What follows belongs to an exercise in optimizing a design on an open flow for small area, a short achievable clock period and few clock cycles; a production flow would make more cautious choices.
The RTL was checked by simulation tests, not by an equivalence proof against the original design.

<file path="flow/design.v">
module hge_fig (
    input  wire        clk,
    input  wire        rst,           
    input  wire        start,
    output wire        ready,
    output reg         done,
    input  wire [15:0] in_c_lo,       
    input  wire [15:0] in_c_mid,      
    input  wire [15:0] in_c_hi,       
    input  wire        in_lo_in,      
    input  wire        in_hi_in,      
    input  wire [23:0] in_anum,       
    input  wire [8:0]  in_d,          
    input  wire [7:0]  in_floor16,    
    input  wire [7:0]  in_k16,        
    input  wire [15:0] in_start,      
    input  wire [13:0] in_bin,        
    input  wire [1:0]  in_bw,         
    input  wire [15:0] in_zero,       
    output reg  [5:0]  out_delta16,   
    output reg  [11:0] out_height,
    output reg  [7:0]  out_quality,
    output reg  [27:0] out_range      
);
    localparam [2:0] S_IDLE  = 3'd0,
                     S_PREP  = 3'd1,
                     S_DDIV  = 3'd2,
                     S_HDIV  = 3'd3,
                     S_RPREP = 3'd4,
                     S_RDIV  = 3'd5,
                     S_QUAL  = 3'd6;
    reg [2:0] state;
    assign ready = (state == S_IDLE);
    reg [15:0] c_lo, c_mid, c_hi;
    reg        lo_in, hi_in;
    reg [23:0] anum;
    reg [8:0]  d;
    reg [7:0]  floor16, k16;
    reg [15:0] t_start;
    reg [13:0] bin;
    reg [1:0]  bw;
    reg [15:0] zero;
    wire        [24:0] dc_lo  = d * c_lo;
    wire        [24:0] dc_mid = d * c_mid;
    wire        [24:0] dc_hi  = d * c_hi;
    wire signed [26:0] m_lo  = lo_in ? $signed({2'b0, dc_lo})  - $signed({3'b0, anum}) : 27'sd0;
    wire signed [26:0] m_mid =         $signed({2'b0, dc_mid}) - $signed({3'b0, anum});
    wire signed [26:0] m_hi  = hi_in ? $signed({2'b0, dc_hi})  - $signed({3'b0, anum}) : 27'sd0;
    wire        [25:0] p_lo  = m_lo[26]  ? 26'd0 : m_lo[25:0];
    wire        [25:0] p_mid = m_mid[26] ? 26'd0 : m_mid[25:0];
    wire        [25:0] p_hi  = m_hi[26]  ? 26'd0 : m_hi[25:0];
    wire        [27:0] tot_w = p_lo + p_mid + p_hi;
    wire        [25:0] x_abs = m_mid[26] ? -m_mid[25:0] : m_mid[25:0];
    wire [32:0] d_anum = d * anum;
    wire [36:0] mq_a = {d_anum, 4'b0};
    wire [36:0] mq_f = floor16 * d * d;
    wire [36:0] mq_w = (mq_a > mq_f) ? mq_a : mq_f;
    reg [27:0] tot;
    reg        dneg;                  
    reg [69:0] qn;                    
    reg [52:0] qd;                    
    reg signed [5:0]  delta;
    reg  [57:0] dv_q;                 
    reg  [29:0] dv_den;
    reg  [30:0] dv_rem;
    reg  [5:0]  dv_cnt;
    wire [30:0] dv_sh  = {dv_rem[29:0], dv_q[57]};
    wire [30:0] dv_sub = dv_sh - {1'b0, dv_den};
    wire        dv_ok  = ~dv_sub[30];
    wire [57:0] dv_quot = {dv_q[56:0], dv_ok};    
    wire [29:0] dnum_w = (p_hi < p_lo) ? {(p_lo - p_hi), 4'b0} : {(p_hi - p_lo), 4'b0};
    reg  [7:0]  q;
    reg  [2:0]  q_bit;
    wire [7:0]  q_try = q | (8'd1 << q_bit);
    wire [15:0] q_sq  = q_try * q_try;
    wire [68:0] q_lhs = q_sq * qd;
    wire [16:0] bw_steps = 17'd8 << bw;
    wire signed [28:0] tp16 = $signed({13'b0, t_start} * 29'd1280)
                            + ($signed({11'b0, bin, 4'b0}) + 29'sd8 + delta) * $signed({12'b0, bw_steps})
                            - $signed({9'b0, zero, 4'b0});
    always @(posedge clk) begin
        done <= 1'b0;
        if (rst) begin
            state <= S_IDLE;
        end else begin
            case (state)
            S_IDLE: if (start) begin
                c_lo <= in_c_lo; c_mid <= in_c_mid; c_hi <= in_c_hi;
                lo_in <= in_lo_in; hi_in <= in_hi_in;
                anum <= in_anum; d <= in_d; floor16 <= in_floor16; k16 <= in_k16;
                t_start <= in_start; bin <= in_bin; bw <= in_bw; zero <= in_zero;
                state <= S_PREP;
            end
            S_PREP: begin
                tot  <= tot_w;
                dneg <= p_hi < p_lo;
                qn   <= {x_abs, 10'b0} * {x_abs, 10'b0};
                qd   <= (k16 * k16) * mq_w;
                dv_q   <= {27'd0, dnum_w, 1'b0} + {30'd0, tot_w};
                dv_den <= {1'b0, tot_w, 1'b0};
                dv_rem <= 31'd0;
                dv_cnt <= 6'd0;
                state  <= S_DDIV;
            end
            S_DDIV, S_HDIV, S_RDIV: begin
                dv_rem <= dv_ok ? dv_sub : dv_sh;
                dv_q   <= {dv_q[56:0], dv_ok};
                dv_cnt <= dv_cnt + 6'd1;
                if (dv_cnt == 6'd57) begin
                    dv_rem <= 31'd0;
                    dv_cnt <= 6'd0;
                    if (state == S_DDIV) begin
                        if (tot == 28'd0)  delta <= 6'sd0;
                        else if (dneg)     delta <= -$signed(dv_quot[5:0]);
                        else               delta <=  $signed(dv_quot[5:0]);
                        dv_q   <= {29'd0, tot, 1'b0} + {49'd0, d};
                        dv_den <= {20'd0, d, 1'b0};
                        state  <= S_HDIV;
                    end else if (state == S_HDIV) begin
                        out_height <= (dv_quot > 58'd4095) ? 12'd4095 : dv_quot[11:0];
                        state <= S_RPREP;
                    end else begin
                        out_range <= dv_quot[27:0];
                        q     <= 8'd0;
                        q_bit <= 3'd7;
                        state <= S_QUAL;
                    end
                end
            end
            S_RPREP: begin
                dv_q   <= (tp16 > 0) ? ({29'd0, tp16} * 58'd599584916 + 58'd256000000) : 58'd0;
                dv_den <= 30'd512000000;
                state  <= S_RDIV;
            end
            S_QUAL: begin
                if ({1'b0, q_lhs} <= qn) q <= q_try;
                q_bit <= q_bit - 3'd1;
                if (q_bit == 3'd0) begin
                    out_quality <= ({1'b0, q_lhs} <= qn) ? q_try : q;
                    out_delta16 <= delta;
                    done  <= 1'b1;
                    state <= S_IDLE;
                end
            end
            default: state <= S_IDLE;
            endcase
        end
    end
endmodule
</file>
<file path="flow/run.sh">
#!/bin/bash
# synth_recipe.tcl (not shown) runs the flow's synth.tcl, then flattens the netlist and writes it again
# the make line also repeats each setting of config.mk as NAME=value (left out here)
make -C /OpenROAD-flow-scripts/flow DESIGN_CONFIG=/design/flow/config.mk WORK_HOME=/design/flow/orfs CLKGATE_MAP_FILE= SYNTH_SCRIPT=/design/flow/synth_recipe.tcl finish
</file>
<file path="flow/config.mk">
export PLATFORM = sky130hd
export DESIGN_NAME = hge_fig
export DESIGN_NICKNAME = hge_fig
export VERILOG_FILES = /design/flow/design.v
export SDC_FILE = /design/flow/constraint.sdc
export NUM_CORES = 4
export LEC_CHECK = 0
export CAP_MARGIN = 20
export CORE_MARGIN = 2
export CORE_UTILIZATION = 40
export SLEW_MARGIN = 20
</file>
<file path="flow/constraint.sdc">
create_clock -name core_clock -period 25.0 [get_ports {clk}]
set_input_delay 5.0000 -clock core_clock [delete_from_list [all_inputs] [get_ports {clk}]]
set_output_delay 5.0000 -clock core_clock [all_outputs]
set_load 0.01 [all_outputs]
</file>
==> results.ini <==
[synthesis]
yosys.area.top_type_share_pct = 39.2
synth_edf_count = 470
yosysTopAreaCell = fa_1
synth_common_cells = inv_1 (3375), fa_1 (2716), nand2_1 (1611)
synthTopCellsByArea = fa_1 (39%), ha_1 (14%), edfxtp_1 (10%)
avgSynthCellArea_um2 = 9.18
synthArstFlopShare_pct = 0
yosys_warnings = 1
synth_compound_area_share_pct = 7.50
synth_xor_area_share_pct = 3.52
yosysMostFrequentCell = inv_1
yosys_register_bits = 474
synthAdderAreaFrac_pct = 53.0
synth_seq_area_share_pct = 10.2
yosys.area_share.simple_pct = 14.8
synth_top_family_by_area = adder cells
synthMuxAreaShare_pct = 0.424
syn_area_mm2 = 0.139
syn_inst = 15100
yosysUniqueCellTypes = 96
synth_top_flop_cell = edfxtp_1

[critical_path]
arrival_ps = 20610
start_kind = flip-flop
slowest_delay_ps = 940
cpMostUsedCell = fa_1
end_kind = flip-flop
path_class = reg -> reg
cp_slowest_cell = edfxtp_1
crit_required_ps = 25470
cp_max_fo = 40

[sta]
period_share_pct = 80.5
tightest_slew_ps = 1240
slew_headroom_pct = 17.5
fmax_ghz = 0.0497
skew_ps = 119
fin_crit_ps = 20140
tns_ps = 0
finalSetupViolations = 0
rsz0062_at_grt = false
hold_violations = 0
slew_viol_final = 0

[global_routing]
grt_max_degree = 74
antenna_found_initial = 18
met1_usage_pct = 32.4
busiest_layer = met2
grt_pass1_wl_um = 615000
gr-total-overflow = 0
track_usage_pct = 22.6
use_met2_pct = 36.1
grtUsageMet3_pct = 3.17
grt_pass1_vias = 106000

[clock_network]
clock_latency_ps = 840
htreeDepth = 3
root_buffer = clkbuf_16
cts_resized = 0
cts_setup_buffers = 0
clk_pin_slew_ps = 60
cts.sinks = 474
cts_inserted_buffers = 72
clockBufferDepth = 4
hold_buffers = 0
cts_tree = done

[drt]
viasPerCell = 5.17
first_iter_violations = 6979
detail-route-antenna-nets = 0
drc = 0
wl_per_cell_um = 19.8
drtPass1Iterations = 8
wl_um = 390000
vias = 102000

[cells_and_area]
finish.utilization_pct = 43.0
area_delta_synth_final_pct = 7.17
num-fill-cells = 34100
fin_nets = 19500
drive_gt1_share_pct = 2.84

[die]
ioPinCount = 206
die_area_mm2 = 0.352
die_w_um = 593
die_h_um = 593
start_util_pct = 40.1
core_area_mm2 = 0.346
num_rows = 216

[flow_run]
timing.max_cap.violations = 0

[hold_path]
hold_class = reg -> reg

[place]
gp_congestion = 0.921
numPortBuffers = 205
dp_hpwl_um = 315000

[outcome]
status = timing/DRC/antenna clean

## sequential cells by signal (all words and copies together), names as in the netlist, 8 cells and up
| name | count |
|---|---|
| zero | 16 |
| d | 9 |
| anum | 24 |
| q | 8 |
| qn | 49 |
| t_start | 16 |
| qd | 53 |
| tot | 27 |
| c_lo | 16 |
| c_mid | 16 |
| out_quality | 8 |
| out_range | 28 |
| c_hi | 16 |
| dv_rem | 30 |
| dv_q | 58 |
| bin | 14 |
| dv_den | 28 |
| floor16 | 8 |
| k16 | 8 |
| out_height | 12 |
## through the flow
step                area (um^2)  hold slack [ps]  instances  setup WS (ps)
floorplan                139000              439      15200           7470
global placement         146000              531      19600           5210
detailed placement       146000              546      19600           5070
CTS                      149000              509      19700           4990
global route             149000              524      19700           3450
finish                   149000              525      19700           4860
## metal layers
| metal | share of wire [%] | vias to the layer above | wire length (um) |
|---|---|---|---|
| met5 | 0.0033 | - | 13 |
| met4 | 2.6 | 2 | 10200 |
| met3 | 6.9 | 423 | 26800 |
| met2 | 45 | 2979 | 176000 |
| met1 | 45 | 51900 | 177000 |
| li1 | - | 46600 | - |
## cell families (layout without fill, tap and decap cells)
| family | count (synthesis) | count (layout) |
|---|---|---|
| flops | 474 | 474 |
| fa+ha+maj | 4248 | 4248 |
| mux | 57 | 57 |
| xor+xnor | 556 | 556 |
| simple gates | 4279 | 4279 |
| other cells | 2 | 38 |
| buf+inv | 3906 | 3884 |
| compound gates | 1612 | 1612 |
## worst max-delay path: cells and delay by family, from the launching register on
| kind | cells | cell delay [ps] |
|---|---|---|
| adder cells (fa/ha/maj) | 18 | 8000 |
| AO/OA/AOI/OAI | 28 | 6950 |
| buffers and inverters | 12 | 1630 |
| AND/OR/NAND/NOR | 7 | 1070 |
| flip-flops | 1 | 940 |
| multiplexers | 1 | 900 |
| XOR/XNOR | 2 | 370 |
## final cells by class
type                    count  area, um^2  area share, %
repair buffers            379        3360           2.26
clock inverters            40         453          0.304
flip-flops and latches    474       14200           9.54
diodes                     19        47.5         0.0319
inverters                3384       12700           8.54
well taps                4578        5730           3.85
clock buffers              81        1860           1.25
multi-input cells       10800      110000           74.2
## layout by cell type (no fill, tap or decap), types with 45 or more instances in the layout
cell / instances
a211oi_1: 45
a21o_1: 264
a21oi_1: 465
a31oi_1: 65
and2_1: 953
and3_1: 74
buf_4: 174
clkbuf_16: 73
clkdlybuf4s50_1: 205
edfxtp_1: 470
fa_1: 2715
ha_1: 1531
inv_1: 3375
nand2_1: 1611
nand2b_1: 153
nand3_1: 111
nand4_1: 63
nor2_1: 847
nor2b_1: 123
nor3_1: 118
o21a_1: 61
o21ai_0: 304
o21bai_1: 71
xnor2_1: 344
xor2_1: 177
## path summary, 6_finish.rpt
kind | from | to | slack, ps | depth (start not counted)
worst min register to register | dv_q[11] | out_range[12] | 520 | 0
worst max-delay path | d[3] | qd[49] | 4860 | 68
worst max register to register | d[3] | qd[49] | 4860 | 68
worst min-delay path | dv_q[11] | out_range[12] | 520 | 0
Testbench counts, summed over its fixed seeds: cycles 592,000.

-- afterwards: timing with drivers on the ports --
Ports are ideal in the flow. The routed layout listed here was re-timed in OpenROAD.
Step 1 sets driving cells, clkbuf_16 on the clock port and buf_2 on the other inputs (assumed; they add their load-dependent delay and slew).
Step 2, shift: input delay + t, output delay - t, t = (earliest + latest rising clock arrival at the registers) / 2. This alone moves slack from input paths to output paths.
a / b / c = ideal / step 1 / step 2; a / b = the first two.
t, ns: 0.884
setup WS [ns]: 4.863 / 4.863 / 4.863
hold WS [ns]: 0.525 / 0.525 / 0.525
After both steps this run still meets setup and hold. For this run, drivers alone change the setup slack by 0.000 ns; drivers and shift together by 0.000 ns.
